What follows belongs to an exercise in optimizing a design on an open flow for small area, a short achievable clock period and few clock cycles; a production flow would make more cautious choices.
At most, simulation tests tie the RTL to the original design; equivalence was not proved.

Setup of job 3881:
Design ite_cmac, start of the top module:
module ite_cmac (
    input  wire         clk,
    input  wire         rst,
    output reg          ready,
    input  wire         key_load,
    input  wire [255:0] key,
    output reg          kcv_valid,
    output wire [23:0]  kcv,
    input  wire         msg_start,
    input  wire [15:0]  tenant,
    input  wire [15:0]  ns,
    input  wire [63:0]  lba,
    input  wire [31:0]  zgen,
    input  wire [31:0]  key_id,
    input  wire         blk_valid,
    output reg          blk_ready,
    input  wire [127:0] blk_data,
    output reg          tag_valid,
    output wire [127:0] tag
);
    localparam [1:0] K_L   = 2'd0,     
                     K_KCV = 2'd1,     
                     K_MSG = 2'd2;     
    reg          busy;         
    reg          waiting;      
    reg          kstart;       
    reg          kcap;         
    reg          k1start;      
    reg  [1:0]   kind;
    reg  [3:0]   rnd;          
    reg          last;         
    reg  [8:0]   blk;          
    reg  [127:0] state;        
    reg  [255:0] key_r;        
    reg  [255:0] kw;           
    reg  [127:0] k1;           
    reg  [31:0]  kid;          
    function [7:0] xtime;
        input [7:0] b;
        xtime = {b[6:0], 1'b0} ^ (b[7] ? 8'h1b : 8'h00);
    endfunction
    function [15:0] le16;
        input [15:0] v;
        le16 = {v[7:0], v[15:8]};
    endfunction
    function [31:0] le32;
        input [31:0] v;
  ...
For scale: roughly 6400 cells after synthesis, about 710 I/O pins, about 62000 sq um of cells after synthesis.
Settings: LEC_CHECK=0, CAP_MARGIN=20, CELL_PAD_IN_SITES_DETAIL_PLACEMENT=0, CELL_PAD_IN_SITES_GLOBAL_PLACEMENT=0, CORE_MARGIN=2, CORE_UTILIZATION=50, PLACE_DENSITY=0.65, SETUP_SLACK_MARGIN=4.0, SLEW_MARGIN=20, SYNTH_HIERARCHICAL=1; clock period 10.0 ns.
standard.sh (not shown) runs the stock make flow with config.mk's settings and CLKGATE_MAP_FILE= SYNTH_SCRIPT=/design/flow/synth_recipe.tcl, a recipe that flattens the netlist after the stock synthesis.
==> flow/flow/run.sh <==
#!/bin/bash
set -o pipefail
export BUFFER_PORTS_ARGS="-buffer_cell sky130_fd_sc_hd__buf_1"
bash standard.sh finish > standard_flow.log 2>&1
status=$?
echo "standard.sh exit status $status"
exit $status
[inputs] job 1751 vs job 3881
# job 3881
export LEC_CHECK = 0
export CAP_MARGIN = 20
export CELL_PAD_IN_SITES_DETAIL_PLACEMENT = 0
export CELL_PAD_IN_SITES_GLOBAL_PLACEMENT = 0
export CORE_MARGIN = 2
export CORE_UTILIZATION = 50
export PLACE_DENSITY = 0.65
export SETUP_SLACK_MARGIN = 4.0
export SLEW_MARGIN = 20
export SYNTH_HIERARCHICAL = 1
create_clock -name core_clock -period 10.0 [get_ports {clk}]
# job 1751
export LEC_CHECK = 0
export CAP_MARGIN = 20
export CELL_PAD_IN_SITES_DETAIL_PLACEMENT = 0
export CELL_PAD_IN_SITES_GLOBAL_PLACEMENT = 0
export CORE_MARGIN = 2
export CORE_UTILIZATION = 50
export PLACE_DENSITY = 0.65
export SETUP_SLACK_MARGIN = 3.5
export SLEW_MARGIN = 20
export SYNTH_HIERARCHICAL = 1
create_clock -name core_clock -period 10.0 [get_ports {clk}]
As far as length of routed met2 wiring is concerned, job 3881 and job 1751 perform about the same.
Diff job 3881 -> job 1751: critical path depth higher; cell count roughly the same.
Going from job 3881 to job 1751, the wire length on met1 was found to have gone up by 600 um.
Job 1751 ends up with higher shortest period the worst path allows than job 3881 does.
No functional check of the RTL was part of any run of this note.


Another version of the RTL of ite_cmac (not shown whole).
Size: about 6900 cells after synthesis, roughly 820 flip-flops, about 62000 sq um of cells after synthesis.
Design ite_cmac, start of the top module:
module ite_cmac (
    input  wire         clk,
    input  wire         rst,
    output reg          ready,
    input  wire         key_load,
    input  wire [255:0] key,
    output reg          kcv_valid,
    output wire [23:0]  kcv,
    input  wire         msg_start,
    input  wire [15:0]  tenant,
    input  wire [15:0]  ns,
    input  wire [63:0]  lba,
    input  wire [31:0]  zgen,
    input  wire [31:0]  key_id,
    input  wire         blk_valid,
    output reg          blk_ready,
    input  wire [127:0] blk_data,
    output reg          tag_valid,
    output wire [127:0] tag
);
make LEC_CHECK=0 CAP_MARGIN=20 CELL_PAD_IN_SITES_DETAIL_PLACEMENT=0 CELL_PAD_IN_SITES_GLOBAL_PLACEMENT=0 CORE_MARGIN=2 CORE_UTILIZATION=50 PLACE_DENSITY=0.65 SETUP_SLACK_MARGIN=3.5 SLEW_MARGIN=20 SYNTH_HIERARCHICAL=1 finish   # period 10.0 ns
run.sh (not shown) runs the stock make flow with config.mk's settings and CLKGATE_MAP_FILE= SYNTH_SCRIPT=/design/flow/synth_recipe.tcl, a recipe that flattens the netlist after the stock synthesis.
Stock flow here: none of the scripts above is used.
The first run produced a clean layout.
Next try:
--- a/flow/config.mk
+++ b/flow/config.mk
@@ -12,5 +12,4 @@
 export CORE_UTILIZATION = 50
 export PLACE_DENSITY = 0.65
-export SETUP_SLACK_MARGIN = 3.5
 export SLEW_MARGIN = 20
 export SYNTH_HIERARCHICAL = 1
The changed run went through all stages and came out clean.
Worst setup slack degrades by 2.0 ns.
Synthesized area is unchanged.
Non-clock buffer count came out lower by 300.
Next try:
--- a/flow/config.mk
+++ b/flow/config.mk
@@ -10,6 +10,7 @@
 export CELL_PAD_IN_SITES_GLOBAL_PLACEMENT = 0
 export CORE_MARGIN = 2
-export CORE_UTILIZATION = 50
-export PLACE_DENSITY = 0.65
+export CORE_UTILIZATION = 65
+export PLACE_DENSITY = 0.8
+export SETUP_SLACK_MARGIN = 4.5
 export SLEW_MARGIN = 20
 export SYNTH_HIERARCHICAL = 1
Effect:
- With this change the flow stopped in clock tree synthesis (4_1_cts)
- synthesized area is unchanged
- synthesized cell count does not change
No run of this note included a check of the RTL's function; only the layout flow was run.


== v23 ==
Another version of the RTL of ite_cmac (not shown whole).
Size in the first run: ~5900 cells after synthesis, roughly 830 flip-flops, about 710 I/O pins, about 0.059 mm2 of cells after synthesis.
clock: 10.0 ns
lec_check: 0
cap_margin: 20
cell_pad_in_sites_detail_placement: 0
cell_pad_in_sites_global_placement: 0
core_margin: 2
core_utilization: 50
place_density: 0.65
setup_slack_margin: 3.5
slew_margin: 20
synth_hierarchical: 1
Testbench counts of v23, summed over its fixed seeds: cycles 115,872.
Edits applied to the flow inputs when going from v23 to v24:
# v23
export LEC_CHECK = 0
export CAP_MARGIN = 20
export CELL_PAD_IN_SITES_DETAIL_PLACEMENT = 0
export CELL_PAD_IN_SITES_GLOBAL_PLACEMENT = 0
export CORE_MARGIN = 2
export CORE_UTILIZATION = 50
export PLACE_DENSITY = 0.65
export SETUP_SLACK_MARGIN = 3.5
export SLEW_MARGIN = 20
export SYNTH_HIERARCHICAL = 1
create_clock -name core_clock -period 10.0 [get_ports {clk}]
# v24
export LEC_CHECK = 0
export CAP_MARGIN = 20
export CELL_PAD_IN_SITES_DETAIL_PLACEMENT = 0
export CELL_PAD_IN_SITES_GLOBAL_PLACEMENT = 0
export CORE_MARGIN = 2
export CORE_UTILIZATION = 50
export CTS_BUF_LIST = sky130_fd_sc_hd__clkbuf_8 sky130_fd_sc_hd__clkbuf_4
export PLACE_DENSITY = 0.65
export SETUP_SLACK_MARGIN = 3.5
export SLEW_MARGIN = 20
export SYNTH_HIERARCHICAL = 1
create_clock -name core_clock -period 10.0 [get_ports {clk}]
Notes after the runs:
There was hardly any difference in final non-filler cell area between v24 and v23. On clock network area share, v23 and v24 are basically level. Per the comparison of v24 with v23, global-route usage up 0.20 points; top fanout value on the critical path went up 1; fmax went down about 1.4%; worst-skew pair later-pin latency saw an increase; cell count grew by 95. From v23 to v24 the numbers moved as follows: multi-input combinational area share ~0 delta, post-route clock period utilization +0.88 points. For v23, the cell with the largest stage delay on the worst path was sky130_fd_sc_hd__dfxtp_2, unlike v24, where it was sky130_fd_sc_hd__a222oi_1.
Setup changes, v24 to v13
# v24
export LEC_CHECK = 0
export CAP_MARGIN = 20
export CELL_PAD_IN_SITES_DETAIL_PLACEMENT = 0
export CELL_PAD_IN_SITES_GLOBAL_PLACEMENT = 0
export CORE_MARGIN = 2
export CORE_UTILIZATION = 50
export CTS_BUF_LIST = sky130_fd_sc_hd__clkbuf_8 sky130_fd_sc_hd__clkbuf_4
export PLACE_DENSITY = 0.65
export SETUP_SLACK_MARGIN = 3.5
export SLEW_MARGIN = 20
export SYNTH_HIERARCHICAL = 1
create_clock -name core_clock -period 10.0 [get_ports {clk}]
# v13
export LEC_CHECK = 0
export CAP_MARGIN = 20
export CELL_PAD_IN_SITES_DETAIL_PLACEMENT = 0
export CELL_PAD_IN_SITES_GLOBAL_PLACEMENT = 0
export CORE_MARGIN = 2
export CORE_UTILIZATION = 50
export PLACE_DENSITY = 0.65
export SETUP_SLACK_MARGIN = 3.0
export SLEW_MARGIN = 20
export SYNTH_HIERARCHICAL = 1
create_clock -name core_clock -period 10.0 [get_ports {clk}]
Findings:
- v13 reached the end of the flow, and the finished layout is clean on the timing, DRC and antenna checks.
- Compared with v24, v13 shows a quantity of gates resized following cts that is 142 lower.
- Relative to v24, number of diodes added for antenna fixing has gone down in v13.
- state[41] as the start point of the critical path was reported by v13, and state[42] by v24.
- Diff v13..v24 | number of synthesized register bits | unchanged
- v13 vs v24: total detailed-routing wirelength down
- Going from v24 to v13, area growth from synthesis to final layout shows a reduction of 4.9 points; sequential share of layout area picked up an extra 0.99 points; register area lost 0.49%.

==> afterwards: timing with drivers on the ports <==
No port has a modelled driver above. Below, the same layouts with a new extraction and two added sets of constraints. Step 1 (the two cells are an assumption about what drives the block):
set clk [get_ports {clk}]
set_driving_cell -lib_cell sky130_fd_sc_hd__clkbuf_16 $clk
set_driving_cell -lib_cell sky130_fd_sc_hd__buf_2 [delete_from_list [all_inputs] $clk]
Step 2 times the ports against the registers' clock, not the clock port: input delays grow and output delays shrink by t, the midpoint of the rising clock arrivals with the driver on. a / b / c = ideal / step 1 / step 2; a / b = the first two.
run | t, ns | setup WS [ns] | worst slew at a driven data input, ns | pins driven straight from the clock port
job 3881 | 0.789 | 4.067 / 4.117 / 3.328 | 0.09 | 1
job 1751 | 0.784 | 3.737 / 3.737 / 3.136 | 0.10 | 1
the first run of note 2 | 0.807 | 3.509 / 3.509 / 3.509 | 0.10 | 1
the second run of note 2 | 0.821 | 1.463 / 1.463 / 1.463 | 0.11 | 1
v23 | 0.772 | 3.762 / 3.762 / 3.162 | 0.08 | 1
v24 | 0.938 | 3.673 / 3.673 / 3.170 | 0.08 | 1
v13 | 0.769 | 3.304 / 3.304 / 3.162 | 0.08 | 1
After both steps setup and hold are still met in every run listed. The setup slack of job 3881, which loses most, moves by +0.050 ns with the drivers and by -0.739 ns with both steps.
